This is an optimization exercise on Yosys and OpenROAD, whose aim is small area, a short achievable clock period and few clock cycles per item, not a production implementation.
The RTL was checked by simulation tests, not by an equivalence proof against the original design.
Power and IR drop assume default switching activity.

==> flow/design.v <==
module friction_interp (
    input  wire        clk,
    input  wire        rst,
    input  wire        start,
    input  wire [31:0] p,
    input  wire [31:0] pos_min,
    input  wire [31:0] span,
    input  wire        rotary,
    output wire        busy,
    output reg         done,
    output wire [31:0] term,
    output wire        mem_req,
    output wire [7:0]  mem_addr,
    input  wire [31:0] mem_rdata
);
    reg         idle, sub, lin, run;
    reg  [5:0]  cnt;           
    reg         divq;          
    reg         modq;          
    reg         alnq;          
    reg         firstq;        
    reg         hornq;         
    reg         qshq;          
    reg         idxq;          
    reg         selq;          
    reg  [31:0] s_reg;         
    reg         rot;
    reg         sgn;           
    reg         ovf;           
    reg  [31:0] rem;           
    reg  [31:0] a;             
    reg  [31:0] m;             
    reg  [47:0] acc;
    reg  [7:0]  addr;
    reg         busy_r;
    assign busy     = busy_r;
    assign mem_req  = run;
    assign mem_addr = addr;
    assign term     = acc[47:16];
    wire        addm  = rem[31];                   
    wire [31:0] x1    = {rem[30:0], a[31]};
    wire [31:0] x2    = s_reg ^ {32{!addm}};
    wire        lo_z  = (x1[7:0] == 8'd0);
    wire        cin   = lin ? lo_z : !addm;
    wire [33:0] y_c   = {1'b0, x1, 1'b1} + {1'b0, x2, cin};
    wire [32:0] y     = y_c[33:1];
    wire        r_neg = x1[31] ^ x2[31] ^ y[32];    
    wire        ge    = !y[31];
    wire        qbit  = ge;
    wire [7:0]  neg_lo = ~x1[7:0] + 8'd1;
    reg  [31:0] s_top;         
    integer k;
    always @(*) begin
        s_top[31] = s_reg[31];
        for (k = 30; k >= 0; k = k - 1) s_top[k] = s_top[k+1] | s_reg[k];
    end
    wire [30:0] r_diff = rem[30:0] ^ {31{sgn}};      
    wire        wide   = |(r_diff & ~s_top[31:1]);
    wire        shr    = alnq & wide;
    wire [32:0] lo    = {1'b0, acc[30:0], a[23]} + {1'b0, m};
    wire [15:0] u2    = acc[46:31];
    wire [15:0] u2p   = u2 + 16'd1;
    wire [15:0] u2m   = u2 - 16'd1;
    wire [15:0] hi    = (lo[32] & !m[31]) ? u2p : (!lo[32] & m[31]) ? u2m : u2;
    wire [7:0]  idx   = a[7:0];
    wire [7:0]  inc   = idx + 8'd1;
    wire [7:0]  nxt   = (!rot && idx == 8'd255) ? 8'd255 : inc;
    wire [5:0]  cnt_d = cnt - 6'd1;
    wire [5:0]  cnt_n = shr ? cnt + 6'd1 : cnt_d;
    always @(posedge clk) begin
        if (rst) begin
            idle <= 1'b1;
            sub  <= 1'b0;
            lin  <= 1'b0;
            run  <= 1'b0;
            done <= 1'b0;
            divq <= 1'b0;
            busy_r <= 1'b0;
        end else begin
            done <= 1'b0;
            if (idle) begin
                if (start) begin
                    idle <= 1'b0;
                    sub  <= 1'b1;
                    busy_r <= 1'b1;
                end
            end
            if (sub) begin
                sub  <= 1'b0;
                lin  <= !rot;
                run  <= rot;
                divq <= rot;
            end
            if (lin) begin
                lin  <= 1'b0;
                run  <= 1'b1;
                divq <= 1'b1;
            end
            if (run) begin
                divq <= (cnt_d >= 6'd4);
                if (cnt == 6'd1) begin
                    run  <= 1'b0;
                    idle <= 1'b1;
                    done <= 1'b1;
                    busy_r <= 1'b0;
                end
            end
        end
    end
    always @(posedge clk) begin
        if (sub) cnt <= 6'd28;
        else if (run) cnt <= cnt_n;
        alnq   <= sub ? rot : (run & alnq & wide);
        modq   <= sub ? rot : (run & rot & ((cnt_d >= 6'd28) | shr));
        qshq   <= sub | lin | (run & (cnt_d >= 6'd20));
        idxq   <= run & (cnt_d == 6'd20);
        selq   <= run & (cnt_d <= 6'd19) & (cnt_d >= 6'd4);
        firstq <= run & (cnt_d == 6'd17);
        hornq  <= run & (cnt_d <= 6'd16) & (cnt_d >= 6'd1);
    end
    always @(posedge clk) begin
        if (idle) begin
            s_reg <= pos_min;
            m     <= span;
            rot   <= rotary;
            a[31] <= p[0];
        end
        if (sub) begin
            sgn   <= r_neg;
            ovf   <= !rot & !r_neg & y[31];      
        end
        if (sub | lin) begin
            a     <= {y[0], (lin ? neg_lo : 8'd0), 23'd0} & {32{!(lin & sgn)}};
            s_reg <= (sub & !rot) ? {8'd0, y[31:8]} : {1'b0, m[30:0]};
        end
        if (idle)
            rem <= {1'b0, p[31:1]};
        else if (shr)
            rem <= {rem[31], rem[31:1]};
        else if (sub | lin)
            rem <= {sub & r_neg, y[31:1]} & {32{!(lin & sgn)}};
        else
            rem <= y[31:0];
        if (shr) begin
            a     <= {rem[0], a[31:1]};
        end else if (divq) begin
            if (qshq) a <= {a[30:0], modq ? 1'b0 : (qbit | ovf)};
            if (!rot && cnt == 6'd28) ovf <= ovf | ge;
        end
        if (run) m <= mem_rdata;
        if (idxq)
            addr <= {a[6:0], qbit | ovf};
        else if (selq)
            addr <= qbit ? nxt : idx;
        acc <= firstq ? {{16{m[31]}}, m[31:16]} : {hi, lo[31:0]};
        if (firstq)
            a[23:8] <= m[15:0];
        else if (hornq)
            a[23:8] <= {a[22:8], 1'b0};
    end
endmodule
export LEC_CHECK = 0
export CAP_MARGIN = 20
export CORE_MARGIN = 2
export CORE_UTILIZATION = 40
export CTS_CLUSTER_DIAMETER = 100
export CTS_CLUSTER_SIZE = 24
export SLEW_MARGIN = 20
create_clock -name core_clock -period 12.0 [get_ports {clk}]
standard.sh (not shown) runs the stock make flow with config.mk's settings and CLKGATE_MAP_FILE= SYNTH_SCRIPT=/design/flow/synth_recipe.tcl, a recipe that flattens the netlist after the stock synthesis.
==> flow/flow/run.sh <==
#!/bin/bash
set -euo pipefail
bash standard.sh SETUP_SLACK_MARGIN=8.6 finish > make_finish.log 2>&1
The baseline finished clean.
Testbench counts at the start, summed over its fixed seeds: cycles 124,973, lookups 4,096.
Next try:
==> flow/flow/run.sh (replaced) <==
#!/bin/bash
set -euo pipefail
bash standard.sh SETUP_SLACK_MARGIN=8.6 \
  'BUFFER_PORTS_ARGS=-buffer_cell sky130_fd_sc_hd__buf_1' finish > make_finish.log 2>&1
Settings changed: CORE_UTILIZATION 40 to 65.
Outcome: Final area drops by about 8%. Synthesized cell count does not change. Synthesized area is unchanged. Combinational power went down by about 6%. Routed wire length decreases by about 7%. Global-route usage climbs by 11 points. Worst setup slack gets worse by 24 ps. Maximum frequency drops by 0.70%. Clock-buffer cell count came out higher by 3. Die area is lower by about 40%.
Next try:
Settings changed: CORE_UTILIZATION 65 to 40.
The changed run completed with no timing, DRC or antenna violations.
Cell count goes up by 9.8%.
Worst setup slack degrades by 6.3 ps.
Via count went down by 0.50%.
Worst hold slack gets worse by 22 ps.
Routed wire length grows by 9.4%.
Next try:
==> flow/flow/run.sh (replaced) <==
#!/bin/bash
set -euo pipefail
bash standard.sh SETUP_SLACK_MARGIN=8.6 finish > make_finish.log 2>&1
Settings changed: CORE_UTILIZATION 40 to 55, CTS_CLUSTER_DIAMETER 100 to 120, CTS_CLUSTER_SIZE 24 to 30.
Setup slack improved by 4.1 ps.
Synthesized cell count is unchanged.
Clock-buffer cell count fell by 4.
Utilization rises by 20 points.
Global-route usage grows by 7.3 points.
Register-to-register slack barely changes.
Power shrinks by 3.8%.
Die area came out lower by 27%.

-- what the ideal ports hide --
The flow's constraints put no driver on any port. The routed layouts listed below were extracted and timed again, unchanged, in two steps. Step 1, drivers: a clkbuf_16 drives clk and a buf_2 each remaining input, both assumed. Step 2, shift: input delay + t, output delay - t, t = (earliest + latest rising clock arrival at the registers) / 2. This alone moves slack from input paths to output paths. Slacks: ideal ports / drivers / drivers and shift; pairs: ideal ports / drivers.
run | t (ns) | slack for setup (ns) | worst hold slack (ns) | latest minus earliest clock arrival (ns) | cell pins on the clock port's net
the first run | 0.550 | 8.546 / 8.498 / 8.444 | 0.459 / 0.459 / 0.459 | 0.023 / 0.024 | 1
the second run | 0.529 | 8.522 / 8.473 / 8.535 | 0.489 / 0.489 / 0.489 | 0.021 / 0.022 | 1
the third run | 0.547 | 8.516 / 8.467 / 8.566 | 0.466 / 0.466 / 0.466 | 0.019 / 0.018 | 1
the fourth run | 0.530 | 8.520 / 8.468 / 8.447 | 0.497 / 0.497 / 0.497 | 0.018 / 0.018 | 1
After both steps setup and hold are still met in every run listed. For the first run, which loses most, drivers alone change the setup slack by -0.048 ns; drivers and shift together by -0.102 ns.
